What follows belongs to an exercise in optimizing a design on an open flow for small area, a short achievable clock period and few clock cycles per item; a production flow would make more cautious choices.
Where RTL was checked, it was by simulation tests only, not by an equivalence proof against the original.
Only the layout flow was run in run 4; the RTL was not checked for function there.

==> design.v <==
module rake_choose (
    input  wire         clk,
    input  wire         rst,
    input  wire         start,
    input  wire [2:0]   shape_w1,       
    input  wire [2:0]   shape_h1,       
    input  wire [2:0]   policy,
    input  wire [7:0]   cw_kw,          
    input  wire [7:0]   cw_kt,
    input  wire [7:0]   cw_kd,
    input  wire [7:0]   cw_ks,
    input  wire [9:0]   cw_kh,
    input  wire [7:0]   temp_base,      
    input  wire [7:0]   temp_limit,     
    input  wire [30:0]  bucket_size,    
    input  wire         force_place,
    input  wire         carry,
    input  wire [63:0]  exclude,
    input  wire [7:0]   ent_valid,
    input  wire [47:0]  ent_member,     
    input  wire [31:0]  ent_weight,     
    input  wire [47:0]  ent_router,     
    output reg  [5:0]   mem_addr,
    input  wire [82:0]  mem_data,
    output reg          done,
    output reg  [1:0]   status,         
    output wire [5:0]   anchor,
    output wire [31:0]  cost,
    output wire         hit,
    output reg  [6:0]   eligible
);
    localparam [1:0] ST_OK = 2'd0, ST_NO_ROOM = 2'd1, ST_WEAR_BUDGET = 2'd2;
    localparam PASS_TOKENS = 6144;
    localparam [1:0] S_IDLE = 2'd0, S_P1 = 2'd1, S_P1E = 2'd2, S_P2 = 2'd3;
    reg [1:0] state;
    reg [7:0] kw, kt, kd, ks;
    reg [9:0] kh;
    always @(*) begin
        case (policy)
            3'd1:    begin kw = 8'd16; kt = 8'd2;  kd = 8'd2;  ks = 8'd16; kh = 10'd256;  end
            3'd2:    begin kw = 8'd1;  kt = 8'd1;  kd = 8'd32; ks = 8'd16; kh = 10'd1023; end
            3'd3:    begin kw = 8'd2;  kt = 8'd16; kd = 8'd4;  ks = 8'd16; kh = 10'd1023; end
            3'd4:    begin kw = 8'd0;  kt = 8'd0;  kd = 8'd0;  ks = 8'd0;  kh = 10'd0;    end
            3'd5:    begin kw = cw_kw; kt = cw_kt; kd = cw_kd; ks = cw_ks; kh = cw_kh;    end
            default: begin kw = 8'd4;  kt = 8'd2;  kd = 8'd8;  ks = 8'd16; kh = 10'd1023; end
        endcase
    end
    wire [31:0] d_wear      = mem_data[31:0];
    wire [31:0] d_tokens    = mem_data[63:32];
    wire [7:0]  d_temp      = mem_data[71:64];
    wire        d_in_part   = mem_data[72];
    wire        d_retired   = mem_data[73];
    wire        d_avail     = mem_data[74];
    wire        d_ws_holds  = mem_data[75];
    wire        d_ws_match  = mem_data[76];
    wire [5:0]  d_ws_anchor = mem_data[82:77];
    reg  [5:0]  pc;             
    reg         rp;             
    reg  [31:0] wmin;
    reg         wmin_seen;
    reg         c_r;            
    reg         c_vld;
    reg  [3:0]  hrun;           
    reg  [31:0] vcnt;           
    reg  [63:0] mask;           
    reg         any4;
    reg  [30:0] size_s;
    wire signed [7:0] s_temp  = d_temp;
    wire signed [7:0] s_limit = temp_limit;
    wire signed [7:0] s_base  = temp_base;
    wire ok14 = d_in_part && !exclude[pc] && d_avail && (s_temp < s_limit);
    wire ok5  = !d_tokens[31] && (d_tokens[30:0] >= PASS_TOKENS);
    wire c_now = ok14 && (rp || force_place || ok5);
    wire [5:0] rp_pan  = pc + 6'd1;
    wire [3:0] hrun_n  = !c_r ? 4'd0 : (rp_pan[2:0] == 3'd7) ? 4'd1 : hrun + 4'd1;
    wire       hok     = hrun_n > {1'b0, shape_w1};
    wire [3:0] vhead   = vcnt[3:0];
    wire [3:0] vrun_n  = !hok ? 4'd0 : (rp_pan[5:3] == 3'd7) ? 4'd1 : vhead + 4'd1;
    wire       vok     = vrun_n > {1'b0, shape_h1};
    reg  [5:0]  pos;            
    reg         busy;
    reg  [5:0]  ca;             
    reg  [2:0]  dx, dy;
    reg         xlast, ylast;
    reg  [5:0]  mi;             
    reg  [1:0]  sc;             
    reg  [30:0] dr;
    reg  [7:0]  dl;
    reg  [7:0]  life_r;
    reg  [8:0]  acc_wear;
    reg  [7:0]  acc_temp;
    reg  [6:0]  acc_holds;
    reg         acc_hit;
    reg  [10:0] acc_dist;
    reg         wacc, wfirst, wlast;
    reg  [3:0]  ha0, wa0, ha1, wa1;
    reg  [8:0]  c_wear;
    reg  [7:0]  c_temp;
    reg  [10:0] c_dist;
    reg  [6:0]  c_loss;
    reg         c_hit;
    reg  [5:0]  c_anc;
    reg         cbusy;
    reg  [1:0]  cc;
    reg  [7:0]  ksl;            
    reg  [3:0]  khs;            
    reg  [20:0] cacc;
    reg         fval;
    reg  [5:0]  f_anc;
    reg         f_hit;
    reg         have_best;
    reg  [20:0] best_cost;
    reg  [5:0]  best_anchor;
    reg         best_hit;
    assign anchor = best_anchor;
    assign cost   = {{11{best_cost[20]}}, best_cost};
    assign hit    = best_hit;
    wire [2:0] a_row = ca[5:3];
    wire [2:0] a_col = ca[2:0];
    wire [2:0] m_row = a_row + dy;
    wire [2:0] m_col = a_col + dx;
    wire       lastm = xlast && ylast;
    wire [32:0] s_minus_t = {2'b00, size_s} - {d_tokens[31], d_tokens};
    wire [30:0] g_val = d_tokens[31] ? size_s : s_minus_t[32] ? 31'd0 : s_minus_t[30:0];
    wire [32:0] wdiff = {1'b0, d_wear} - {1'b0, wmin};
    wire [7:0]  life  = wdiff[32] ? 8'd0 : (wdiff[31:18] != 14'd0) ? 8'd255 : wdiff[17:10];
    wire signed [8:0] temp_diff = s_temp - s_base;
    wire [7:0]  tterm = temp_diff[8] ? 8'd0 : temp_diff[7:0];
    wire        hitm  = d_ws_holds && d_ws_match && (d_ws_anchor == ca);
    wire [30:0] n_hi = dr - {8'd0, dr[30:8]} - {30'd0, (dr[7:0] != 8'd0)};
    wire [7:0]  n_lo = 8'd0 - dr[7:0];
    function [38:0] dstep;
        input [38:0] rl;
        input [30:0] s;
        reg   [31:0] r2;
        reg   [31:0] df;
        begin
            r2 = {rl[38:8], rl[7]};
            df = r2 - {1'b0, s};
            if (!df[31])
                dstep = {df[30:0], rl[6:0], 1'b1};
            else
                dstep = {r2[30:0], rl[6:0], 1'b0};
        end
    endfunction
    wire [38:0] dv1_0 = {n_hi, n_lo};
    wire [38:0] dv1_1 = dstep(dv1_0, size_s);
    wire [38:0] dv1_2 = dstep(dv1_1, size_s);
    wire [38:0] dv2_0 = {dr, dl};
    wire [38:0] dv2_1 = dstep(dv2_0, size_s);
    wire [38:0] dv2_2 = dstep(dv2_1, size_s);
    wire [38:0] dv2_3 = dstep(dv2_2, size_s);
    wire [8:0]  wsum     = {1'b0, life_r} + {1'b0, dl};
    wire [8:0]  new_wear = (wfirst || wsum > acc_wear) ? wsum : acc_wear;
    wire [6:0] n_members = ({4'd0, shape_w1} + 7'd1) * ({4'd0, shape_h1} + 7'd1);
    wire [5:0] e0_member = ent_member[sc*12 +: 6];
    wire [3:0] e0_weight = ent_weight[sc*8 +: 4];
    wire [5:0] e0_router = ent_router[sc*12 +: 6];
    wire       e0_valid  = ent_valid[sc*2];
    wire [5:0] e1_member = ent_member[sc*12 + 6 +: 6];
    wire [3:0] e1_weight = ent_weight[sc*8 + 4 +: 4];
    wire [5:0] e1_router = ent_router[sc*12 + 6 +: 6];
    wire       e1_valid  = ent_valid[sc*2 + 1];
    wire e0_match = busy && e0_valid &&
                    ((e0_member == mi) || ((mi == 6'd0) && ({1'b0, e0_member} >= n_members)));
    wire e1_match = busy && e1_valid &&
                    ((e1_member == mi) || ((mi == 6'd0) && ({1'b0, e1_member} >= n_members)));
    wire [2:0] e0_rd = (m_row > e0_router[5:3]) ? m_row - e0_router[5:3] : e0_router[5:3] - m_row;
    wire [2:0] e0_cd = (m_col > e0_router[2:0]) ? m_col - e0_router[2:0] : e0_router[2:0] - m_col;
    wire [2:0] e1_rd = (m_row > e1_router[5:3]) ? m_row - e1_router[5:3] : e1_router[5:3] - m_row;
    wire [2:0] e1_cd = (m_col > e1_router[2:0]) ? m_col - e1_router[2:0] : e1_router[2:0] - m_col;
    wire [3:0] e0_hops = {1'b0, e0_rd} + {1'b0, e0_cd};
    wire [3:0] e1_hops = {1'b0, e1_rd} + {1'b0, e1_cd};
    wire [8:0]  dsum  = ha0 * wa0 + ha1 * wa1;
    wire [10:0] dist_n = acc_dist + {2'b00, dsum};
    wire [20:0] pp_w = (ksl[7] ? {11'd0, c_wear, 1'b0} : 21'd0) + (ksl[6] ? {12'd0, c_wear} : 21'd0);
    wire [20:0] pp_t = (ksl[5] ? {12'd0, c_temp, 1'b0} : 21'd0) + (ksl[4] ? {13'd0, c_temp} : 21'd0);
    wire [20:0] pp_d = (ksl[3] ? {9'd0,  c_dist, 1'b0} : 21'd0) + (ksl[2] ? {10'd0, c_dist} : 21'd0);
    wire [20:0] pp_s = (ksl[1] ? {13'd0, c_loss, 1'b0} : 21'd0) + (ksl[0] ? {14'd0, c_loss} : 21'd0);
    wire [20:0] pp_h = c_hit ? {17'd0, khs} : 21'd0;
    wire [20:0] cacc_n = ((cc == 2'd3) ? 21'd0 : {cacc[18:0], 2'b00}) + pp_w + pp_t + pp_d + pp_s - pp_h;
    wire        copy_now = wacc && wlast;
    wire [1:0]  nsl = copy_now ? 2'd3 : cc - 2'd1;
    reg  [7:0]  ksl_n;
    reg  [3:0]  khs_n;
    always @(*) begin
        case (nsl)
            2'd3: begin ksl_n = {kw[7:6], kt[7:6], kd[7:6], ks[7:6]}; khs_n = kh[9:6]; end
            2'd2: begin ksl_n = {kw[5:4], kt[5:4], kd[5:4], ks[5:4]}; khs_n = {2'b00, kh[5:4]}; end
            2'd1: begin ksl_n = {kw[3:2], kt[3:2], kd[3:2], ks[3:2]}; khs_n = {2'b00, kh[3:2]}; end
            default: begin ksl_n = {kw[1:0], kt[1:0], kd[1:0], ks[1:0]}; khs_n = {2'b00, kh[1:0]}; end
        endcase
    end
    wire mask_any = |mask;
    wire take     = (state == S_P2) && mask[63] && (!busy || (sc == 2'd3 && lastm));
    always @(*) begin
        case (state)
            S_P1:    mem_addr = pc - 6'd1;
            S_P2: begin
                if (take)
                    mem_addr = pos;
                else if (sc == 2'd3)
                    mem_addr = xlast ? {m_row + 3'd1, a_col} : {m_row, m_col + 3'd1};
                else
                    mem_addr = {m_row, m_col};
            end
            default: mem_addr = 6'd63;
        endcase
    end
    wire p2_idle = !mask_any && !busy && !wacc && !cbusy;
    always @(posedge clk) begin
        ksl <= ksl_n;
        khs <= khs_n;
        if (rst) begin
            state <= S_IDLE;
            done  <= 1'b0;
            busy  <= 1'b0;
            wacc  <= 1'b0;
            cbusy <= 1'b0;
            fval  <= 1'b0;
        end else begin
            done <= 1'b0;
            case (state)
                S_IDLE: begin
                    if (start) begin
                        pc          <= 6'd63;
                        rp          <= 1'b0;
                        wmin_seen   <= 1'b0;
                        c_vld       <= 1'b0;
                        any4        <= 1'b0;
                        eligible    <= 7'd0;
                        have_best   <= 1'b0;
                        best_cost   <= 21'd0;
                        best_anchor <= 6'd0;
                        best_hit    <= 1'b0;
                        busy        <= 1'b0;
                        wacc        <= 1'b0;
                        cbusy       <= 1'b0;
                        fval        <= 1'b0;
                        size_s      <= (bucket_size < PASS_TOKENS) ? PASS_TOKENS[30:0] :
                                       (bucket_size > 31'h4000_0000) ? 31'h4000_0000 : bucket_size;
                        state       <= S_P1;
                    end
                end
                S_P1, S_P1E: begin
                    if (state == S_P1) begin
                        if (d_in_part && !d_retired && (!wmin_seen || d_wear < wmin)) begin
                            wmin      <= d_wear;
                            wmin_seen <= 1'b1;
                        end
                        c_r   <= c_now;
                        c_vld <= 1'b1;
                        pc    <= pc - 6'd1;
                        if (pc == 6'd0)
                            state <= S_P1E;
                    end
                    if (c_vld) begin
                        hrun <= hrun_n;
                        vcnt <= {vrun_n, vcnt[31:4]};
                        mask <= {mask[62:0], vok};
                        if (vok) begin
                            if (rp) any4 <= 1'b1;
                            else    eligible <= eligible + 7'd1;
                        end
                    end
                    if (state == S_P1E) begin
                        c_vld    <= 1'b0;
                        pos      <= 6'd63;
                        acc_dist <= 11'd0;
                        ha0      <= 4'd0;
                        ha1      <= 4'd0;
                        if (!rp && (eligible != 7'd0 || vok)) begin
                            state <= S_P2;
                        end else if (!rp && !force_place) begin
                            rp    <= 1'b1;
                            pc    <= 6'd63;
                            state <= S_P1;
                        end else begin
                            status <= (rp && (any4 || vok)) ? ST_WEAR_BUDGET : ST_NO_ROOM;
                            done   <= 1'b1;
                            state  <= S_IDLE;
                        end
                    end
                end
                S_P2: begin
                    if (!mask[63] || take) begin
                        mask <= {mask[62:0], 1'b0};
                        pos  <= pos - 6'd1;
                    end
                    if (take) begin
                        busy  <= 1'b1;
                        ca    <= pos;
                        dx    <= 3'd0;
                        dy    <= 3'd0;
                        mi    <= 6'd0;
                        xlast <= (shape_w1 == 3'd0);
                        ylast <= (shape_h1 == 3'd0);
                        sc    <= 2'd0;
                    end else if (busy) begin
                        sc <= sc + 2'd1;
                        if (sc == 2'd3) begin
                            if (lastm) begin
                                busy <= 1'b0;
                            end else begin
                                mi <= mi + 6'd1;
                                if (xlast) begin
                                    dx    <= 3'd0;
                                    xlast <= (shape_w1 == 3'd0);
                                    dy    <= dy + 3'd1;
                                    ylast <= (dy + 3'd1 == shape_h1);
                                end else begin
                                    dx    <= dx + 3'd1;
                                    xlast <= (dx + 3'd1 == shape_w1);
                                end
                            end
                        end
                    end
                    if (busy) begin
                        case (sc)
                            2'd0: begin
                                dr <= g_val;
                            end
                            2'd1: begin
                                {dr, dl} <= dv1_2;
                                life_r <= life;
                                if (mi == 6'd0) begin
                                    acc_temp  <= tterm;
                                    acc_holds <= {6'd0, d_ws_holds};
                                    acc_hit   <= hitm;
                                end else begin
                                    if (tterm > acc_temp) acc_temp <= tterm;
                                    acc_holds <= acc_holds + {6'd0, d_ws_holds};
                                    acc_hit   <= acc_hit && hitm;
                                end
                            end
                            2'd2: begin
                                {dr, dl} <= dv2_3;
                            end
                            default: begin
                                {dr, dl} <= dv2_3;
                            end
                        endcase
                    end
                    wacc   <= busy && (sc == 2'd3);
                    wfirst <= (mi == 6'd0);
                    wlast  <= lastm;
                    if (busy && sc == 2'd3 && lastm)
                        c_anc <= ca;
                    if (wacc) begin
                        acc_wear <= new_wear;
                    end
                    ha0 <= e0_match ? e0_hops : 4'd0;
                    wa0 <= e0_weight;
                    ha1 <= e1_match ? e1_hops : 4'd0;
                    wa1 <= e1_weight;
                    acc_dist <= copy_now ? 11'd0 : dist_n;
                    if (cbusy) begin
                        cacc <= cacc_n;
                        cc   <= cc - 2'd1;
                        if (cc == 2'd3) f_anc <= c_anc;
                        if (cc == 2'd0) begin
                            cbusy <= 1'b0;
                            f_hit <= c_hit;
                        end
                    end
                    fval <= cbusy && (cc == 2'd0);
                    if (copy_now) begin
                        c_wear <= new_wear;
                        c_temp <= acc_temp;
                        c_dist <= dist_n;
                        c_hit  <= acc_hit && !carry;
                        c_loss <= (acc_hit && !carry) ? 7'd0 : acc_holds;
                        cbusy  <= 1'b1;
                        cc     <= 2'd3;
                    end
                    if (fval) begin
                        if (!have_best || ($signed(cacc) <= $signed(best_cost))) begin
                            have_best   <= 1'b1;
                            best_cost   <= cacc;
                            best_anchor <= f_anc;
                            best_hit    <= f_hit;
                        end
                        if (p2_idle) begin
                            status <= ST_OK;
                            done   <= 1'b1;
                            state  <= S_IDLE;
                        end
                    end
                end
                default: state <= S_IDLE;
            endcase
        end
    end
endmodule
==> run.sh <==
#!/bin/bash
# synth_recipe.tcl (not shown) runs the flow's synth.tcl, then flattens the netlist and writes it again
# the make line also repeats each setting of config.mk as NAME=value (left out here)
make -C /OpenROAD-flow-scripts/flow DESIGN_CONFIG=/design/flow/config.mk WORK_HOME=/design/flow/orfs CLKGATE_MAP_FILE= SYNTH_SCRIPT=/design/flow/synth_recipe.tcl finish
==> config.mk <==
export PLATFORM = sky130hd
export DESIGN_NAME = rake_choose
export DESIGN_NICKNAME = rake_choose
export VERILOG_FILES = /design/flow/design.v
export SDC_FILE = /design/flow/constraint.sdc
export NUM_CORES = 4
export LEC_CHECK = 0
export CAP_MARGIN = 20
export CORE_MARGIN = 2
export CORE_UTILIZATION = 40
export PLACE_DENSITY = 0.6
export SLEW_MARGIN = 20
==> constraint.sdc <==
create_clock -name core_clock -period 20.0 [get_ports {clk}]
set_input_delay 4.0000 -clock core_clock [delete_from_list [all_inputs] [get_ports {clk}]]
set_output_delay 4.0000 -clock core_clock [all_outputs]
set_load 0.01 [all_outputs]
==> flow_metrics.tcl, run 1 <==
set metrics [dict create \
    place.gp.congestion 0.953 \
    placeableCoreArea_um2 103000 \
    post_cts.resized_instances 0 \
    timing.reg2reg.worst_path_depth 40 \
    clockRootBuffer "clkbuf_16" \
    yosysTopAreaCellShare_pct 29.8 \
    final-max-slew-violation-count 0 \
    dr_total_vias 34903 \
    hold_end "vcnt[13]" \
    area_growth_syn_to_layout_pct 18.6 \
    ioPinCount 441 \
    unrepaired_setup_endpoints_after_global_routing "false" \
    post_synthesis_net_count 5377 \
    final_antenna_net_count 0 \
    max_slew_headroom_pct 26.1 \
    post_synth_most_frequent_cells "ha_1 (508), inv_1 (493), edfxtp_1 (413), a21oi_1 (307), nand2_1 (297)" \
    routed_wire_length_per_instance_um 21.6 \
    grt_antenna_before_repair 7 \
    dieWidth_um 327 \
    post_cts_hold_buffer_count 0 \
    setup_viol 0 \
    r2r-end "dr[5]" \
    cap_violations 0 \
    slew_at_the_pin_closest_to_its_max_slew_limit_ns 1.10 \
    critical_path.most_common_cell "ha_1" \
    max-clock-path-buffers 3 \
    synth-edff-count 413 \
    antenna-diode-count 0 \
    fin_worst_skew_ns 0.0324 \
    crit_path_max_incr_delay_ns 0.58 \
    clock_sinks 432 \
    max_freq_mhz 84.4 \
    status "timing/DRC/antenna clean" \
    min_period_over_period_pct 59.3 \
    final_cells 6209 \
    r2r_slack_ns 8.15 \
    drt_iter0_drc 3064 \
    grt_max_degree 65 \
    synth.yosys.seq_area_share_pct 30.7 \
    finalNetCount 5791 \
    globalRouteTotalUtil_pct 24.5 \
    path_max_fanout 20 \
    ys_types 100 \
    die-height_um 327 \
    clock_buffers_created_by_tritoncts 51 \
    cts.reportedPaths.clkPinSlew_ns 0.06 \
    hold-worst-slack_ns 0.416 \
    cts_setup_buffers 0 \
    crit_arrival_ns 12.23 \
    number_of_synthesized_register_bits 432 \
    clkLatencyLatePin_ns 0.64 \
    place.port_buffers 440 \
    sum_of_negative_setup_slack_ns 0 \
    post_synth_instance_area_um2 41600 \
    end_kind "flip-flop" \
    start_util_pct 40.3 \
    remaining_drc_errors 0 \
    worstHoldPathType "reg -> reg" \
    wirelength_um 134000 \
    grt_pass1_vias 33753 \
    synth_top_area_cell "edfxtp_1" \
    multiInputGateArea_um2 26500 \
    yosysWarningCount 1 \
    synthCells 4373 \
    layout.area.seq_um2 12800 \
    yosysMostFrequentCell "ha_1" \
    die_area_um2 107000 \
    yosys_most_used_dff "edfxtp_1" \
    post_route_cells_drive_above_1_share_pct 6.15 \
    criticalPathCategory "reg -> reg" \
    dp_cells 6113 \
    critical_path_required_ns 20.38 \
    global_route_overflow 0 \
    finished_core_util_pct 47.7 \
    start_kind "flip-flop" \
    htree_num_levels 2 \
    dp_wirelength_um 111000 \
    synthTopCellsByArea "edfxtp_1 (30%), ha_1 (15%), fa_1 (5.3%), inv_1 (4.4%), xnor2_1 (4.1%)" \
    rows 118 \
    drt_pass1_iterations 6 \
    count_of_cells_along_the_worst_hold_path 0 \
    critPathSlowestCell "o211ai_1" \
    layout.filler_cells 9872 \
    worst_r2r_startpoint "dr[0]" \
    hold_viol_final 0 \
    min_period_ns 11.85 \
    launch_instance_of_the_worst_min_delay_path "vcnt[17]" \
    grt_first_pass_wirelength_um 204000 \
    ys_async_sr_fraction_pct 0 \
    route.detailed.vias_per_inst 5.62 \
    tritoncts "done" \
    postSynthAreaPerCell_um2 9.51 \
]
## layout make-up
type / count / share of cell area (%)
timing repair buffer: 481 / 9.57
sequential: 432 / 25.9
clock inverter: 42 / 0.916
tap: 1380 / 3.50
multi-input combinational: 3326 / 53.7
inverter: 495 / 3.77
clock buffer: 53 / 2.65
## critical path, delay by kind of cell, from the launching register on
kind | cells | cell delay [ns]
multiplexers | 1 | 0.40
buffers and inverters | 5 | 1.01
flip-flops | 1 | 0.48
adder cells (fa/ha/maj) | 6 | 2.00
AO/OA/AOI/OAI | 18 | 5.34
AND/OR/NAND/NOR | 10 | 2.36
## kinds of logic (layout without fill, tap and decap cells)
kind of cell,Yosys count,after routing,share of synthesized area [%]
and+or+nand+nor,1190,1190,14.2
DFF,432,432,30.7
muxes,147,147,5.36
AOI/OAI and AO/OA,1072,1072,17.1
buffers and inverters,615,1071,5.74
xor gates and xnor gates,299,299,6.29
adders and majority gates,618,618,20.6
## per-layer routing
metal  GRT usage [%]  vias to the layer above  share of wire, %
met4            6.31                       12               2.7
met1            35.1                    16792                46
li1                -                    16722                 -
met3            3.72                      224               6.4
met5               0                        -             0.060
met2            38.8                     1153                45
## worst max-delay path by stage
stage,from,end,slack (ns),cells after the start
finish,dr[0],dr[5],8.15,40
global route,size_s[1],dr[29],7.34,38
CTS,dr[0],dr[5],8.29,40
detailed placement,dr[0],dr[5],8.34,40
global placement,dr[0],dr[5],8.54,39
floorplan,size_s[1],dr[29],10.42,41
## stage by stage
stage	instance area, um2	setup slack (ns)
finish	49300	8.15
global route	49300	7.34
CTS	49300	8.29
detailed placement	47500	8.34
global placement	47500	8.54
floorplan	41600	10.42
## sequential cells by signal, indices dropped and copies added (netlist names), 7 cells and up
name,count
dl,8
vcnt,32
life_r,8
mask,64
c_loss,7
acc_holds,7
wmin,32
ksl,8
c_dist,11
size_s,31
best_cost,21
acc_wear,9
cacc,21
dr,31
eligible,7
c_temp,8
acc_dist,11
c_wear,9
acc_temp,8
## placed cells by master (no fill, tap or decap), drive strengths merged, types with 61 or more instances in the layout
| cell type | n |
|---|---|
| ha | 508 |
| inv | 499 |
| clkdlybuf4s50 | 439 |
| edfxtp | 413 |
| a21oi | 309 |
| nand2 | 297 |
| nor2 | 273 |
| xnor2 | 197 |
| o21ai | 189 |
| a21o | 134 |
| and2 | 128 |
| fa | 110 |
| xor2 | 102 |
| nand3 | 98 |
| nor3 | 63 |
| o21a | 61 |
Testbench counts, summed over its fixed seeds: cycles 79,350, decisions 384.
==> run 2: changes to the inputs <==
--- a/design.v
+++ b/design.v
@@ -107,5 +107,3 @@
     reg  [20:0] cacc;
-    reg         fval;
-    reg  [5:0]  f_anc;
-    reg         f_hit;
+    reg  [5:0]  w_anc;
     reg         have_best;
@@ -145,9 +143,7 @@
     endfunction
-    wire [38:0] dv1_0 = {n_hi, n_lo};
-    wire [38:0] dv1_1 = dstep(dv1_0, size_s);
-    wire [38:0] dv1_2 = dstep(dv1_1, size_s);
-    wire [38:0] dv2_0 = {dr, dl};
-    wire [38:0] dv2_1 = dstep(dv2_0, size_s);
-    wire [38:0] dv2_2 = dstep(dv2_1, size_s);
-    wire [38:0] dv2_3 = dstep(dv2_2, size_s);
+    wire [38:0] dv_1 = dstep({dr, dl}, size_s);
+    wire [38:0] dv_1m = (sc == 2'd1) ? {n_hi, n_lo} : dv_1;
+    wire [38:0] dv_2 = dstep(dv_1m, size_s);
+    wire [38:0] dv_3 = dstep(dv_2, size_s);
+    wire [38:0] dv_n = (sc == 2'd0) ? {g_val, dl} : dv_3;
     wire [8:0]  wsum     = {1'b0, life_r} + {1'b0, dl};
@@ -175,8 +171,9 @@
     wire [10:0] dist_n = acc_dist + {2'b00, dsum};
-    wire [20:0] pp_w = (ksl[7] ? {11'd0, c_wear, 1'b0} : 21'd0) + (ksl[6] ? {12'd0, c_wear} : 21'd0);
-    wire [20:0] pp_t = (ksl[5] ? {12'd0, c_temp, 1'b0} : 21'd0) + (ksl[4] ? {13'd0, c_temp} : 21'd0);
-    wire [20:0] pp_d = (ksl[3] ? {9'd0,  c_dist, 1'b0} : 21'd0) + (ksl[2] ? {10'd0, c_dist} : 21'd0);
-    wire [20:0] pp_s = (ksl[1] ? {13'd0, c_loss, 1'b0} : 21'd0) + (ksl[0] ? {14'd0, c_loss} : 21'd0);
-    wire [20:0] pp_h = c_hit ? {17'd0, khs} : 21'd0;
-    wire [20:0] cacc_n = ((cc == 2'd3) ? 21'd0 : {cacc[18:0], 2'b00}) + pp_w + pp_t + pp_d + pp_s - pp_h;
+    wire [10:0] pp_w = {1'b0, ksl[7] ? c_wear : 9'd0, 1'b0} + {2'b00, ksl[6] ? c_wear : 9'd0};
+    wire [9:0]  pp_t = {1'b0, ksl[5] ? c_temp : 8'd0, 1'b0} + {2'b00, ksl[4] ? c_temp : 8'd0};
+    wire [12:0] pp_d = {1'b0, ksl[3] ? c_dist : 11'd0, 1'b0} + {2'b00, ksl[2] ? c_dist : 11'd0};
+    wire [8:0]  pp_s = {1'b0, ksl[1] ? c_loss : 7'd0, 1'b0} + {2'b00, ksl[0] ? c_loss : 7'd0};
+    wire [13:0] pp   = {3'd0, pp_w} + {4'd0, pp_t} + {1'd0, pp_d} + {5'd0, pp_s};
+    wire [20:0] cacc_n = ((cc == 2'd3) ? 21'd0 : {cacc[18:0], 2'b00}) + {7'd0, pp}
+                       - (c_hit ? {17'd0, khs} : 21'd0);
     wire        copy_now = wacc && wlast;
@@ -209,3 +206,3 @@
     end
-    wire p2_idle = !mask_any && !busy && !wacc && !cbusy;
+    wire p2_idle = !mask_any && !busy && !wacc;
     always @(posedge clk) begin
@@ -213,2 +210,3 @@
         khs <= khs_n;
+        {dr, dl} <= dv_n;
         if (rst) begin
@@ -219,3 +217,2 @@
             cbusy <= 1'b0;
-            fval  <= 1'b0;
         end else begin
@@ -238,3 +235,2 @@
                         cbusy       <= 1'b0;
-                        fval        <= 1'b0;
                         size_s      <= (bucket_size < PASS_TOKENS) ? PASS_TOKENS[30:0] :
@@ -246,3 +242,3 @@
                     if (state == S_P1) begin
-                        if (d_in_part && !d_retired && (!wmin_seen || d_wear < wmin)) begin
+                        if (d_in_part && !d_retired && (!wmin_seen || wdiff[32])) begin
                             wmin      <= d_wear;
@@ -319,7 +315,3 @@
                         case (sc)
-                            2'd0: begin
-                                dr <= g_val;
-                            end
                             2'd1: begin
-                                {dr, dl} <= dv1_2;
                                 life_r <= life;
@@ -335,8 +327,3 @@
                             end
-                            2'd2: begin
-                                {dr, dl} <= dv2_3;
-                            end
-                            default: begin
-                                {dr, dl} <= dv2_3;
-                            end
+                            default: ;
                         endcase
@@ -347,3 +334,3 @@
                     if (busy && sc == 2'd3 && lastm)
-                        c_anc <= ca;
+                        w_anc <= ca;
                     if (wacc) begin
@@ -359,9 +346,17 @@
                         cc   <= cc - 2'd1;
-                        if (cc == 2'd3) f_anc <= c_anc;
                         if (cc == 2'd0) begin
                             cbusy <= 1'b0;
-                            f_hit <= c_hit;
+                            if (!have_best || ($signed(cacc_n) <= $signed(best_cost))) begin
+                                have_best   <= 1'b1;
+                                best_cost   <= cacc_n;
+                                best_anchor <= c_anc;
+                                best_hit    <= c_hit;
+                            end
+                            if (p2_idle) begin
+                                status <= ST_OK;
+                                done   <= 1'b1;
+                                state  <= S_IDLE;
+                            end
                         end
                     end
-                    fval <= cbusy && (cc == 2'd0);
                     if (copy_now) begin
@@ -372,2 +367,3 @@
                         c_loss <= (acc_hit && !carry) ? 7'd0 : acc_holds;
+                        c_anc  <= w_anc;
                         cbusy  <= 1'b1;
@@ -375,15 +371,2 @@
                     end
-                    if (fval) begin
-                        if (!have_best || ($signed(cacc) <= $signed(best_cost))) begin
-                            have_best   <= 1'b1;
-                            best_cost   <= cacc;
-                            best_anchor <= f_anc;
-                            best_hit    <= f_hit;
-                        end
-                        if (p2_idle) begin
-                            status <= ST_OK;
-                            done   <= 1'b1;
-                            state  <= S_IDLE;
-                        end
-                    end
                 end
--- a/config.mk
+++ b/config.mk
@@ -9,4 +9,4 @@
 export CORE_MARGIN = 2
-export CORE_UTILIZATION = 40
-export PLACE_DENSITY = 0.6
+export CORE_UTILIZATION = 65
+export PLACE_DENSITY = 0.75
 export SLEW_MARGIN = 20
==> run 2 against run 1 <==
  * Via count down 12%
  * Register-to-register slack improved by 1.0 ns
  * Critical path depth is 3 higher
  * Sequential share of layout area is 2.1 points higher
  * Setup slack improved by 1.0 ns
  * Clock skew fell by 0.013 ns
  * Hold slack improved by 0.0012 ns
  * Core utilization grew 29 points
  * Critical endpoint is now dr[18]
  * Synthesized area down 9.7%
  * First-iteration DRC count down 15%
  * Critical path type unchanged
  * Largest cell class unchanged
==> flow_metrics.tcl, run 2 <==
set metrics [dict create \
    dieWidth_um 244 \
    slew_at_the_pin_closest_to_its_max_slew_limit_ns 1.03 \
    setup_viol 0 \
    path_max_fanout 30 \
    layout.filler_cells 3969 \
    layout_common_cells "inv_1 (455), ha_1 (442), clkdlybuf4s50_1 (440)" \
    postSynthAreaPerCell_um2 9.76 \
    min_period_over_period_pct 54.3 \
    grt_max_degree 67 \
    grt_pass1_vias 30542 \
    critical_path.most_common_cell "nor2_1" \
    drt_pass1_iterations 8 \
    post_synth_and_or_nand_nor_area_fraction_pct 13.4 \
    regMostFlops "mask" \
    grt_antenna_before_repair 12 \
    cap_violations 0 \
    largest_reg_flops 64 \
    unrepaired_setup_endpoints_after_global_routing "false" \
    yosysTopAreaCellShare_pct 30.3 \
    clockRootBuffer "clkbuf_16" \
    sum_of_negative_setup_slack_ns 0 \
    synth_compound_gate_area_share_pct 15.6 \
    tritoncts "done" \
    remaining_drc_errors 0 \
    post_synth_most_frequent_cells "inv_1 (455), ha_1 (444), edfxtp_1 (379), a21oi_1 (262), nand2_1 (253)" \
    dr_total_vias 30870 \
    final_antenna_net_count 0 \
    max_freq_mhz 92.1 \
    synth_top_area_cell "edfxtp_1" \
    criticalPathCategory "reg -> reg" \
    hold_viol_final 0 \
    end_kind "flip-flop" \
    worstHoldPathType "reg -> reg" \
    synth_top_family_by_area "adder cells" \
    cts_setup_buffers 0 \
    status "timing/DRC/antenna clean" \
    dp_wirelength_um 85600 \
    reg.largest.list "mask (64), vcnt (32), wmin (32)" \
    max-clock-path-buffers 3 \
    critPathSlowestCell "a21o_1" \
    clock_buffers_created_by_tritoncts 46 \
    final-max-slew-violation-count 0 \
    yosys_most_used_dff "edfxtp_1" \
    layout_commonest_cell "inv_1" \
    placeableCoreArea_um2 57400 \
    groute.layer.met3.usage_pct 5.48 \
    area_growth_syn_to_layout_pct 17.6 \
    grt_busiest_layer "met2" \
    route.detailed.vias_per_inst 6.13 \
    synthCells 3846 \
    max_slew_headroom_pct 30.5 \
    routed_wire_length_per_instance_um 21.0 \
    place.port_buffers 440 \
    cts.reportedPaths.clkPinSlew_ns 0.07 \
    post_synth_instance_area_um2 37600 \
    start_util_pct 65.5 \
    hold-worst-slack_ns 0.417 \
    yosysMostFrequentCell "inv_1" \
    globalRouteTotalUtil_pct 35.2 \
    grt_first_pass_wirelength_um 164000 \
    post_cts_hold_buffer_count 0 \
    crit_path_max_incr_delay_ns 0.78 \
    post_route_cells_drive_above_1_share_pct 5.60 \
    finalNetCount 5166 \
    met2_usage_pct 60.3 \
    synthTopCellsByArea "edfxtp_1 (30%), ha_1 (15%), fa_1 (5.8%), inv_1 (4.5%), xnor2_1 (4.0%)" \
    wirelength_um 106000 \
    die-height_um 244 \
    start_kind "flip-flop" \
    area_share_of_fa_ha_maj_cells_after_synthesis_pct 20.6 \
    synth.yosys.seq_area_share_pct 32.9 \
    htree_num_levels 2 \
    synth-edff-count 379 \
    post_synthesis_net_count 4784 \
    number_of_synthesized_register_bits 428 \
    place.gp.congestion 0.990 \
    count_of_cells_along_the_worst_hold_path 0 \
    ys_async_sr_fraction_pct 0 \
    ioPinCount 441 \
    die_area_um2 59700 \
    grtUsageMet1_pct 45.1 \
    crit_arrival_ns 11.32 \
    rows 88 \
    clock_sinks 428 \
    fin_worst_skew_ns 0.0196 \
    critical_path_required_ns 20.47 \
    global_route_overflow 0 \
    min_period_ns 10.85 \
    synthXorXnorAreaFrac_pct 5.92 \
    post_cts.resized_instances 0 \
    yosysWarningCount 1 \
    ys_types 87 \
    clkLatencyLatePin_ns 0.60 \
    timing.reg2reg.worst_path_depth 43 \
    drt_iter0_drc 2599 \
    post_synth_mux_area_share_pct 5.39 \
]
## run 2: cell count changes after synthesis, sizes merged, moves of 19 or more
cell    change
a221oi     +19
a21o       -36
inv        -38
nand2      -44
o211ai     -19
a21oi      -44
ha         -64
dfxtp      +30
nor2       -80
xor2       -21
edfxtp     -34
nand4      -19
xnor2      -24
## run 2: critical path: cells and delay by family, from the launching register on
family                     cells  cell delay (ns)
DFF                            1             0.35
and+or+nand+nor               12             1.64
muxes                          1             0.40
buffers and inverters          3             0.60
adders and majority gates      6             1.96
AOI/OAI and AO/OA             21             5.72
## run 2: worst paths after layout
path	startpoint	to	slack, ns
max	dr[0]	dr[18]	9.15
min	vcnt[19]	vcnt[15]	0.42
max reg2reg	dr[0]	dr[18]	9.15
min reg2reg	vcnt[19]	vcnt[15]	0.42
## run 2: area by class of cell
class / instances / area (um2) / area share (%)
Clock inverter: 31 / 367 / 0.830
Antenna cell: 9 / 22.5 / 0.0510
Inverter: 457 / 1720 / 3.88
Multi-Input combinational cell: 2830 / 22900 / 52.0
Clock buffer: 54 / 1200 / 2.72
Tap cell: 765 / 957 / 2.17
Sequential cell: 428 / 12400 / 28.0
Timing Repair Buffer: 465 / 4590 / 10.4
## run 2: kinds of logic after synthesis
family	count (synthesis)
AO/OA/AOI/OAI	898
XOR/XNOR	254
adder cells (fa/ha/maj)	552
buffers and inverters	588
flip-flops	428
multiplexers	127
AND/OR/NAND/NOR	999
## run 2: metrics by stage
step	std cells	util [%]	area (um2)	setup slack (ns)
4_1_cts	5030	76.9	44100	9.40
3_3_place_gp	4945	74.2	42600	9.63
5_1_grt	5034	77.0	44200	8.51
3_5_place_dp	4945	74.2	42600	9.42
6_report	5039	77.0	44200	9.15
2_1_floorplan	3846	-	37600	10.20
## run 2: metal layers
metal / share of wire (%) / wire (um)
met1: 40 / 42400
met2: 49 / 51600
met3: 7.7 / 8190
met4: 3.6 / 3840
met5: 0.025 / 27
Testbench counts of run 2, summed over its fixed seeds: cycles 78,984, decisions 384.
==> run 3: changes to the inputs <==
--- a/config.mk
+++ b/config.mk
@@ -9,4 +9,4 @@
 export CORE_MARGIN = 2
-export CORE_UTILIZATION = 65
-export PLACE_DENSITY = 0.75
+export CORE_UTILIZATION = 40
+export PLACE_DENSITY = 0.6
 export SLEW_MARGIN = 20
==> run 3 against run 2 <==
  * Critical endpoint is now dr[28]
  * Largest cell class unchanged
  * Die area is 61% higher
  * Sequential share of layout area decreased by 0.52 points
  * Still clean
  * Clock skew grew 0.064 ns
==> flow_metrics.tcl, run 3 <==
set metrics [dict create \
    status "timing/DRC/antenna clean" \
    synthCells 3846 \
    synth_top_area_cell "edfxtp_1" \
    die_area_um2 96300 \
    min_period_ns 11.32 \
    post_synth_and_or_nand_nor_area_fraction_pct 13.4 \
    post_synth_most_frequent_cells "inv_1 (455), ha_1 (444), edfxtp_1 (379), a21oi_1 (262), nand2_1 (253)" \
    cp_top_family "compound AO/OA/AOI/OAI gates" \
    final_cells 5539 \
    drt_iter0_drc 2313 \
    postSynthAreaPerCell_um2 9.76 \
    regMostFlops "mask" \
    post_cts_hold_buffer_count 0 \
    path_max_fanout 30 \
    dieWidth_um 310 \
    fin_worst_skew_ns 0.0840 \
    die-height_um 310 \
    clock_buffers_created_by_tritoncts 51 \
    criticalPathCategory "reg -> reg" \
    area_share_of_fa_ha_maj_cells_after_synthesis_pct 20.6 \
    hold_viol_final 0 \
    post_route_cells_drive_above_1_share_pct 5.96 \
    worstHoldPathType "reg -> reg" \
    htree_num_levels 2 \
    remaining_drc_errors 0 \
    rows 112 \
    area_growth_syn_to_layout_pct 19.9 \
    layout_commonest_cell "inv_1" \
    grt_pass1_vias 29849 \
    critPathSlowestCell "a21o_1" \
    ys_types 87 \
    post_synthesis_net_count 4784 \
    yosysTopAreaCellShare_pct 30.3 \
    clockRootBuffer "clkbuf_16" \
    routed_wire_length_per_instance_um 20.6 \
    critical_path.most_common_cell "a21oi_1" \
    critical_path_required_ns 20.50 \
    wirelength_um 114000 \
    finalNetCount 5174 \
    yosys_most_used_dff "edfxtp_1" \
    grt_antenna_before_repair 13 \
    place.gp.congestion 0.943 \
    ioPinCount 441 \
    crit_arrival_ns 11.82 \
    max_slew_headroom_pct 27.5 \
    synthTopCellsByArea "edfxtp_1 (30%), ha_1 (15%), fa_1 (5.8%), inv_1 (4.5%), xnor2_1 (4.0%)" \
    max-clock-path-buffers 3 \
    globalRouteTotalUtil_pct 23.3 \
    yosysMostFrequentCell "inv_1" \
    dp_cells 5437 \
    global_route_overflow 0 \
    slew_at_the_pin_closest_to_its_max_slew_limit_ns 1.09 \
    layout.filler_cells 8722 \
    placeableCoreArea_um2 93200 \
    tritoncts "done" \
    dp_wirelength_um 93700 \
    cts_setup_buffers 0 \
    critical_path.n_buffers_inverters 3 \
    layout_common_cells "inv_1 (455), ha_1 (442), clkdlybuf4s50_1 (440)" \
    synth_compound_gate_area_share_pct 15.6 \
    setup_viol 0 \
    number_of_synthesized_register_bits 428 \
    post_cts.resized_instances 0 \
    route.detailed.vias_per_inst 5.45 \
    grt_first_pass_wirelength_um 172000 \
    end_kind "flip-flop" \
    drt_pass1_iterations 5 \
    clkLatencyLatePin_ns 0.66 \
    synth_top_family_by_area "adder cells" \
    start_kind "flip-flop" \
    sum_of_negative_setup_slack_ns 0 \
    crit_path_max_incr_delay_ns 0.85 \
    dr_total_vias 30189 \
    final-max-slew-violation-count 0 \
    ys_async_sr_fraction_pct 0 \
    synth-edff-count 379 \
    yosysWarningCount 1 \
    start_util_pct 40.3 \
    grt_max_degree 66 \
    max_freq_mhz 88.4 \
    unrepaired_setup_endpoints_after_global_routing "false" \
    cts.reportedPaths.clkPinSlew_ns 0.06 \
    min_period_over_period_pct 56.6 \
    final_antenna_net_count 0 \
    clock_sinks 428 \
    cap_violations 0 \
    post_synth_mux_area_share_pct 5.39 \
    place.port_buffers 440 \
    largest_reg_flops 64 \
    r2r_slack_ns 8.68 \
    post_synth_instance_area_um2 37600 \
    synthXorXnorAreaFrac_pct 5.92 \
    reg.largest.list "mask (64), vcnt (32), wmin (32)" \
    synth.yosys.seq_area_share_pct 32.9 \
]
-- run 3: cell counts after synthesis --
Identical to the previous run, type by type.
-- run 3: logic make-up after synthesis --
group,count (synthesis)
simple gates,999
compound gates,898
buf+inv,588
fa+ha+maj,552
flops,428
xor+xnor,254
mux,127
-- run 3: cell type report --
cell class	count	area (um2)	area share [%]
clock inverter	37	473	1.05
antenna	7	17.5	0.0389
tap	1254	1570	3.49
inverter	457	1720	3.81
sequential	428	12400	27.5
multi-input combinational	2830	22900	51.0
timing repair buffer	468	4610	10.3
clock buffer	58	1310	2.92
-- run 3: worst paths after layout --
kind	from	endpoint	cells after the start
worst min register to register	vcnt[13]	vcnt[9]	0
worst min-delay path	vcnt[13]	vcnt[9]	0
worst max register to register	size_s[22]	dr[28]	36
worst max-delay path	size_s[22]	dr[28]	36
-- run 3: layer usage --
layer | vias to the layer above | part of all wire, % | global-route usage, %
met4 | 8 | 4.0 | 9.38
met2 | 963 | 47 | 38.4
li1 | 14639 | - | -
met5 | - | 0.043 | 0
met1 | 14360 | 43 | 29.9
met3 | 219 | 6.7 | 4.75
-- run 3: stage by stage --
step / utilization, % / setup WS, ns / area, um2 / hold slack, ns
floorplan: - / 10.20 / 37600 / 0.400
global route: 48.3 / 7.90 / 45000 / 0.424
CTS: 48.3 / 8.95 / 45000 / 0.415
finish: 48.3 / 8.68 / 45000 / 0.416
global placement: 46.4 / 9.13 / 43200 / 0.402
detailed placement: 46.4 / 9.05 / 43200 / 0.405
-- run 3: worst reg2reg max path: cells and delay by family, from the launching register on --
| family | cells | cell delay (ns) |
|---|---|---|
| compound gates | 22 | 7.01 |
| fa+ha+maj | 3 | 0.81 |
| buf+inv | 3 | 0.72 |
| flops | 1 | 0.42 |
| mux | 2 | 0.58 |
| simple gates | 6 | 1.59 |
==> run 4: changes to the inputs <==
--- a/design.v
+++ b/design.v
@@ -67,2 +67,3 @@
     reg  [30:0] size_s;
+    reg  [31:0] size_s3;        
     wire signed [7:0] s_temp  = d_temp;
@@ -108,2 +109,5 @@
     reg  [5:0]  w_anc;
+    reg         fval;
+    reg  [5:0]  f_anc;
+    reg         f_hit;
     reg         have_best;
@@ -129,21 +133,26 @@
     wire [7:0]  n_lo = 8'd0 - dr[7:0];
-    function [38:0] dstep;
+    function [38:0] dstep4;
         input [38:0] rl;
         input [30:0] s;
-        reg   [31:0] r2;
-        reg   [31:0] df;
+        input [31:0] s3;
+        reg   [31:0] r4;
+        reg   [32:0] d1, d2, d3;
         begin
-            r2 = {rl[38:8], rl[7]};
-            df = r2 - {1'b0, s};
-            if (!df[31])
-                dstep = {df[30:0], rl[6:0], 1'b1};
+            r4 = {rl[37:8], rl[7:6]};
+            d1 = {1'b0, r4} - {2'b00, s};
+            d2 = {1'b0, r4} - {1'b0, s, 1'b0};
+            d3 = {1'b0, r4} - {1'b0, s3};
+            if (!d3[32])
+                dstep4 = {d3[30:0], rl[5:0], 2'd3};
+            else if (!d2[32])
+                dstep4 = {d2[30:0], rl[5:0], 2'd2};
+            else if (!d1[32])
+                dstep4 = {d1[30:0], rl[5:0], 2'd1};
             else
-                dstep = {r2[30:0], rl[6:0], 1'b0};
+                dstep4 = {r4[30:0], rl[5:0], 2'd0};
         end
     endfunction
-    wire [38:0] dv_1 = dstep({dr, dl}, size_s);
-    wire [38:0] dv_1m = (sc == 2'd1) ? {n_hi, n_lo} : dv_1;
-    wire [38:0] dv_2 = dstep(dv_1m, size_s);
-    wire [38:0] dv_3 = dstep(dv_2, size_s);
-    wire [38:0] dv_n = (sc == 2'd0) ? {g_val, dl} : dv_3;
+    wire [38:0] dv_1 = dstep4({dr, dl}, size_s, size_s3);
+    wire [38:0] dv_2 = dstep4(dv_1, size_s, size_s3);
+    wire [38:0] dv_n = (sc == 2'd0) ? {g_val, dl} : (sc == 2'd1) ? {n_hi, n_lo} : dv_2;
     wire [8:0]  wsum     = {1'b0, life_r} + {1'b0, dl};
@@ -206,3 +215,3 @@
     end
-    wire p2_idle = !mask_any && !busy && !wacc;
+    wire p2_idle = !mask_any && !busy && !wacc && !cbusy;
     always @(posedge clk) begin
@@ -217,2 +226,3 @@
             cbusy <= 1'b0;
+            fval  <= 1'b0;
         end else begin
@@ -235,2 +245,3 @@
                         cbusy       <= 1'b0;
+                        fval        <= 1'b0;
                         size_s      <= (bucket_size < PASS_TOKENS) ? PASS_TOKENS[30:0] :
@@ -241,2 +252,3 @@
                 S_P1, S_P1E: begin
+                    size_s3 <= {1'b0, size_s} + {size_s, 1'b0};
                     if (state == S_P1) begin
@@ -348,13 +360,18 @@
                             cbusy <= 1'b0;
-                            if (!have_best || ($signed(cacc_n) <= $signed(best_cost))) begin
-                                have_best   <= 1'b1;
-                                best_cost   <= cacc_n;
-                                best_anchor <= c_anc;
-                                best_hit    <= c_hit;
-                            end
-                            if (p2_idle) begin
-                                status <= ST_OK;
-                                done   <= 1'b1;
-                                state  <= S_IDLE;
-                            end
+                            f_anc <= c_anc;
+                            f_hit <= c_hit;
+                        end
+                    end
+                    fval <= cbusy && (cc == 2'd0);
+                    if (fval) begin
+                        if (!have_best || ($signed(cacc) <= $signed(best_cost))) begin
+                            have_best   <= 1'b1;
+                            best_cost   <= cacc;
+                            best_anchor <= f_anc;
+                            best_hit    <= f_hit;
+                        end
+                        if (p2_idle) begin
+                            status <= ST_OK;
+                            done   <= 1'b1;
+                            state  <= S_IDLE;
                         end
==> run 4 against run 3 <==
  * Wire length up 30%
  * Design area up 17%
  * Via count up 25%
  * Synthesized cell count up 23%
==> flow_metrics.tcl, run 4 <==
set metrics [dict create \
    post_route_cells_drive_above_1_share_pct 5.37 \
    clkLatencyLatePin_ns 0.71 \
    post_synthesis_net_count 5816 \
    number_of_synthesized_register_bits 470 \
    unrepaired_setup_endpoints_after_global_routing "false" \
    layout.area.seq_um2 13600 \
    wirelength_um 148000 \
    yosysWarningCount 1 \
    grt_first_pass_wirelength_um 223000 \
    start_util_pct 40.4 \
    yosysMostFrequentCell "ha_1" \
    min_period_over_period_pct 44.4 \
    synth.yosys.seq_area_share_pct 30.4 \
    die-height_um 339 \
    yosysTopAreaCellShare_pct 28.2 \
    critical_path_required_ns 20.52 \
    layout.filler_cells 10545 \
    critical_path.n_buffers_inverters 3 \
    cts.reportedPaths.clkPinSlew_ns 0.07 \
    final-max-slew-violation-count 0 \
    setup_viol 0 \
    postSynthAreaPerCell_um2 9.44 \
    dr_total_vias 37765 \
    tritoncts "done" \
    route.detailed.vias_per_inst 5.63 \
    start_kind "flip-flop" \
    grt_max_degree 65 \
    fin_worst_skew_ns 0.0585 \
    placeableCoreArea_um2 111000 \
    grt_antenna_before_repair 23 \
    multiInputGateArea_um2 28700 \
    end_kind "flip-flop" \
    place.port_buffers 440 \
    drt_pass1_iterations 8 \
    min_period_ns 8.89 \
    synthTopCellsByArea "edfxtp_1 (28%), ha_1 (16%), fa_1 (5.0%), inv_1 (4.5%), xnor2_1 (4.2%)" \
    largest_reg_flops 64 \
    crit_arrival_ns 9.41 \
    yosys_most_used_dff "edfxtp_1" \
    ioPinCount 441 \
    path_max_fanout 23 \
    sum_of_negative_setup_slack_ns 0 \
    post_cts.resized_instances 0 \
    global_route_overflow 0 \
    die_area_um2 115000 \
    finalNetCount 6238 \
    clockRootBuffer "clkbuf_16" \
    r2r_slack_ns 11.11 \
    place.gp.congestion 1.01 \
    max_freq_mhz 113 \
    crit_path_max_incr_delay_ns 0.71 \
    routed_wire_length_per_instance_um 22.1 \
    final_cells 6709 \
    critPathSlowestCell "edfxtp_1" \
    dieWidth_um 339 \
    clock_buffers_created_by_tritoncts 57 \
    post_synth_instance_area_um2 44800 \
    cp_top_family "compound AO/OA/AOI/OAI gates" \
    layout_common_cells "ha_1 (569), inv_1 (532), clkdlybuf4s50_1 (440)" \
    ys_types 91 \
    area_growth_syn_to_layout_pct 18.0 \
    regMostFlops "mask" \
    max-clock-path-buffers 3 \
    final_antenna_net_count 0 \
    globalRouteTotalUtil_pct 25.1 \
    dp_wirelength_um 120000 \
    remaining_drc_errors 0 \
    dp_cells 6598 \
    max_slew_headroom_pct 15.0 \
    synth_top_area_cell "edfxtp_1" \
    hold_viol_final 0 \
    layout_commonest_cell "ha_1" \
    status "timing/DRC/antenna clean" \
    slew_at_the_pin_closest_to_its_max_slew_limit_ns 1.27 \
    clock_sinks 470 \
    synth-edff-count 420 \
    criticalPathCategory "reg -> reg" \
    synthCells 4747 \
    cap_violations 0 \
    post_synth_most_frequent_cells "ha_1 (571), inv_1 (532), edfxtp_1 (420), a21oi_1 (349), nand2_1 (322)" \
    drt_iter0_drc 3654 \
    cts_setup_buffers 0 \
    grt_pass1_vias 37427 \
    post_cts_hold_buffer_count 0 \
    htree_num_levels 2 \
    rows 122 \
    worstHoldPathType "reg -> reg" \
    ys_async_sr_fraction_pct 0 \
    hold-worst-slack_ns 0.414 \
]
[run 4: changes by cell type in the layout (fill, tap and decap cells not counted), moves of 23 or more]
| cell | delta |
|---|---|
| nor2b_1 | +36 |
| edfxtp_1 | +41 |
| o21ai_0 | +37 |
| nand2_1 | +69 |
| nor2_1 | +102 |
| a21oi_1 | +88 |
| a21o_1 | +63 |
| nand2b_1 | +23 |
| xnor2_1 | +40 |
| xor2_1 | +51 |
| inv_1 | +77 |
| ha_1 | +127 |
[run 4: worst paths after layout]
check / from / end / cells after the start
setup reg to reg: size_s[1] / dr[21] / 26
hold / removal: w_anc[4] / c_anc[4] / 0
hold reg to reg: w_anc[4] / c_anc[4] / 0
setup / recovery: size_s[1] / dr[21] / 26
[run 4: logic make-up (layout without fill, tap and decap cells)]
group / after synthesis / after routing / share of synthesized area [%]
buffers and inverters: 652 / 1123 / 5.65
flip-flops: 470 / 470 / 30.4
AO/OA/AOI/OAI: 1209 / 1209 / 17.9
AND/OR/NAND/NOR: 1262 / 1262 / 14.0
XOR/XNOR: 345 / 345 / 6.74
multiplexers: 126 / 126 / 4.45
adder cells (fa/ha/maj): 683 / 683 / 21.0
other: 0 / 3 / 0
[run 4: layout make-up]
type	count	share of cell area, %
multi-input combinational	3625	54.3
sequential	470	25.8
timing repair buffer	481	8.91
inverter	534	3.79
tap	1488	3.52
clock buffer	66	2.76
clock inverter	42	0.902
antenna	3	0.0142
[run 4: metrics by stage]
stage | utilization (%) | area (um2) | setup slack (ns)
floorplan | - | 44800 | 5.29
global placement | 45.9 | 50900 | 11.29
detailed placement | 45.9 | 50900 | 11.24
CTS | 47.7 | 52900 | 11.36
global route | 47.7 | 52900 | 10.71
finish | 47.7 | 52900 | 11.11
[run 4: per-layer routing]
layer / routed length [um] / part of all wire [%] / vias up / track usage [%]
li1: - / - / 18006 / -
met1: 64700 / 44 / 18064 / 34.0
met2: 67200 / 45 / 1385 / 40.7
met3: 11400 / 7.7 / 274 / 4.64
met4: 4690 / 3.2 / 36 / 7.60
met5: 236 / 0.16 / - / 0
==> run 5: changes to the inputs <==
--- a/design.v
+++ b/design.v
@@ -97,8 +97,6 @@
     reg  [3:0]  ha0, wa0, ha1, wa1;
-    reg  [8:0]  c_wear;
-    reg  [7:0]  c_temp;
+    reg  [7:0]  cap_tt;         
+    reg         cap_hd, cap_hm;
     reg  [10:0] c_dist;
-    reg  [6:0]  c_loss;
-    reg         c_hit;
-    reg  [5:0]  c_anc;
+    wire [6:0]  c_loss = acc_hit ? 7'd0 : acc_holds;
     reg         cbusy;
@@ -159,2 +157,3 @@
     wire [8:0]  new_wear = (wfirst || wsum > acc_wear) ? wsum : acc_wear;
+    wire [7:0]  new_temp = (wfirst || cap_tt > acc_temp) ? cap_tt : acc_temp;
     wire [6:0] n_members = ({4'd0, shape_w1} + 7'd1) * ({4'd0, shape_h1} + 7'd1);
@@ -180,4 +179,4 @@
     wire [10:0] dist_n = acc_dist + {2'b00, dsum};
-    wire [10:0] pp_w = {1'b0, ksl[7] ? c_wear : 9'd0, 1'b0} + {2'b00, ksl[6] ? c_wear : 9'd0};
-    wire [9:0]  pp_t = {1'b0, ksl[5] ? c_temp : 8'd0, 1'b0} + {2'b00, ksl[4] ? c_temp : 8'd0};
+    wire [10:0] pp_w = {1'b0, ksl[7] ? acc_wear : 9'd0, 1'b0} + {2'b00, ksl[6] ? acc_wear : 9'd0};
+    wire [9:0]  pp_t = {1'b0, ksl[5] ? acc_temp : 8'd0, 1'b0} + {2'b00, ksl[4] ? acc_temp : 8'd0};
     wire [12:0] pp_d = {1'b0, ksl[3] ? c_dist : 11'd0, 1'b0} + {2'b00, ksl[2] ? c_dist : 11'd0};
@@ -186,3 +185,3 @@
     wire [20:0] cacc_n = ((cc == 2'd3) ? 21'd0 : {cacc[18:0], 2'b00}) + {7'd0, pp}
-                       - (c_hit ? {17'd0, khs} : 21'd0);
+                       - (acc_hit ? {17'd0, khs} : 21'd0);
     wire        copy_now = wacc && wlast;
@@ -329,11 +328,5 @@
                                 life_r <= life;
-                                if (mi == 6'd0) begin
-                                    acc_temp  <= tterm;
-                                    acc_holds <= {6'd0, d_ws_holds};
-                                    acc_hit   <= hitm;
-                                end else begin
-                                    if (tterm > acc_temp) acc_temp <= tterm;
-                                    acc_holds <= acc_holds + {6'd0, d_ws_holds};
-                                    acc_hit   <= acc_hit && hitm;
-                                end
+                                cap_tt <= tterm;
+                                cap_hd <= d_ws_holds;
+                                cap_hm <= hitm && !carry;
                             end
@@ -348,3 +341,6 @@
                     if (wacc) begin
-                        acc_wear <= new_wear;
+                        acc_wear  <= new_wear;
+                        acc_temp  <= new_temp;
+                        acc_holds <= (wfirst ? 7'd0 : acc_holds) + {6'd0, cap_hd};
+                        acc_hit   <= (wfirst || acc_hit) && cap_hm;
                     end
@@ -358,6 +354,6 @@
                         cc   <= cc - 2'd1;
+                        if (cc == 2'd3) f_anc <= w_anc;
                         if (cc == 2'd0) begin
                             cbusy <= 1'b0;
-                            f_anc <= c_anc;
-                            f_hit <= c_hit;
+                            f_hit <= acc_hit;
                         end
@@ -379,8 +375,3 @@
                     if (copy_now) begin
-                        c_wear <= new_wear;
-                        c_temp <= acc_temp;
                         c_dist <= dist_n;
-                        c_hit  <= acc_hit && !carry;
-                        c_loss <= (acc_hit && !carry) ? 7'd0 : acc_holds;
-                        c_anc  <= w_anc;
                         cbusy  <= 1'b1;
--- a/config.mk
+++ b/config.mk
@@ -9,4 +9,4 @@
 export CORE_MARGIN = 2
-export CORE_UTILIZATION = 40
-export PLACE_DENSITY = 0.6
+export CORE_UTILIZATION = 78
+export PLACE_DENSITY = 0.88
 export SLEW_MARGIN = 20
==> run 5 against run 4 <==
  * The run now fails in 5_1_grt
  * Synthesized area is 2.1% lower
  * Synthesized cell count shrank 2.1%
==> flow_metrics.tcl, run 5 <==
set metrics [dict create \
    synth-edff-count 399 \
    place.port_buffers 440 \
    dp_wirelength_um 120000 \
    die-height_um 241 \
    ys_async_sr_fraction_pct 0 \
    post_cts.resized_instances 0 \
    outcome.stop_stage "5_1_grt" \
    post_synth_mux_area_share_pct 4.01 \
    synth_top_area_cell "edfxtp_1" \
    globalRouteTotalUtil_pct 66.0 \
    max-clock-path-buffers 3 \
    area_share_of_fa_ha_maj_cells_after_synthesis_pct 21.3 \
    dp_cells 5742 \
    place.gp.congestion 1.04 \
    grt_first_pass_wirelength_um 282000 \
    synthTopCellsByArea "edfxtp_1 (27%), ha_1 (16%), fa_1 (5.1%), inv_1 (4.4%), xnor2_1 (4.1%)" \
    synthCells 4645 \
    htree_num_levels 2 \
    synth_compound_gate_area_share_pct 18.5 \
    postSynthAreaPerCell_um2 9.45 \
    synth.yosys.seq_area_share_pct 29.6 \
    start_util_pct 79.3 \
    yosysTopAreaCellShare_pct 27.3 \
    cts_setup_buffers 0 \
    post_synth_instance_area_um2 43900 \
    grt_max_degree 65 \
    status "aborted with a tool error" \
    ioPinCount 441 \
    post_synth_most_frequent_cells "ha_1 (569), inv_1 (514), edfxtp_1 (399), a21oi_1 (320), nand2_1 (292)" \
    post_synth_and_or_nand_nor_area_fraction_pct 14.2 \
    number_of_synthesized_register_bits 449 \
    yosysWarningCount 1 \
    grt_pass1_vias 48051 \
    dieWidth_um 241 \
    post_synthesis_net_count 5712 \
    synthXorXnorAreaFrac_pct 6.69 \
    post_cts_hold_buffer_count 0 \
    clock_sinks 449 \
    clockRootBuffer "clkbuf_16" \
    global_route_overflow 1 \
    ys_types 102 \
    clock_buffers_created_by_tritoncts 48 \
    rows 86 \
    error_line "[ERROR GRT-0116] Global routing finished with congestion. Check the congestion regions in the DRC Viewer." \
    synth_top_family_by_area "adder cells" \
    yosys_most_used_dff "edfxtp_1" \
    yosysMostFrequentCell "ha_1" \
]
## run 5: cell types whose count changed after synthesis, moves of 10 or more
cell | before | now
o21ai_0 | 195 | 209
buf_2 | 4 | 17
a21oi_1 | 349 | 320
inv_1 | 532 | 514
mux2_2 | 34 | 12
nor2_1 | 291 | 254
edfxtp_1 | 420 | 399
a21o_1 | 161 | 151
and2_1 | 116 | 106
nand2_1 | 322 | 292
o21a_1 | 59 | 75
nand4_1 | 33 | 44
## run 5: stage by stage
stage | setup slack (ns) | hold slack, ns | util (%) | area, um2
CTS | 11.72 | 0.421 | 91.6 | 50700
detailed placement | 11.34 | 0.405 | 88.5 | 48900
global placement | 11.53 | 0.401 | 88.5 | 48900
floorplan | 5.04 | 0.400 | - | 43900
## run 5: logic make-up after synthesis
kind of cell	Yosys count
AO/OA/AOI/OAI	1209
buffers and inverters	639
AND/OR/NAND/NOR	1228
flip-flops	449
XOR/XNOR	335
adder cells (fa/ha/maj)	681
multiplexers	104
## run 5: how the worst min path moves through the flow
stage | start | end | slack, ns | cells after the start
after CTS | vcnt[17] | vcnt[13] | 0.42 | 0
after detailed placement | vcnt[17] | vcnt[13] | 0.41 | 0
after global placement | vcnt[31] | vcnt[27] | 0.40 | 0
after floorplan | w_anc[0] | f_anc[0] | 0.40 | 0
## run 5: metal layers
metal | overflow | global-route usage, %
met5 | 0 | 11.0
met4 | 1 | 62.7
met3 | 0 | 42.1
met2 | 0 | 87.9
met1 | 0 | 69.1
Testbench counts of run 5, summed over its fixed seeds: cycles 79,350, decisions 384.

==> separate check: timing with driven ports <==
The results above use ideal ports. As a check the final layouts listed here were re-extracted and re-timed, cells and wires unchanged. Step 1 assumes that a clkbuf_16 drives the clock port and a buf_2 every other input. Step 2 also shifts input and output timing later by t, the mid clock arrival at the registers, as if the neighbouring blocks saw the same clock. Three values: ideal ports, drivers, drivers and shift; two values: the first two.
run | t (ns) | setup slack, ns | worst setup path at the end | latest minus earliest clock arrival (ns) | cell pins on the clock port's net
run 1 | 0.699 | 8.148 / 8.148 / 8.148 | register to register | 0.034 / 0.034 | 1
run 2 | 0.648 | 9.146 / 9.146 / 9.146 | register to register | 0.020 / 0.020 | 1
run 3 | 0.693 | 8.682 / 8.682 / 8.682 | register to register | 0.085 / 0.086 | 1
run 4 | 0.755 | 11.112 / 11.112 / 11.103 | input to register | 0.060 / 0.060 | 1
After both steps every run listed still meets setup and hold. The setup slack of run 4, which loses most, moves by 0.000 ns with the drivers and by -0.009 ns with both steps.
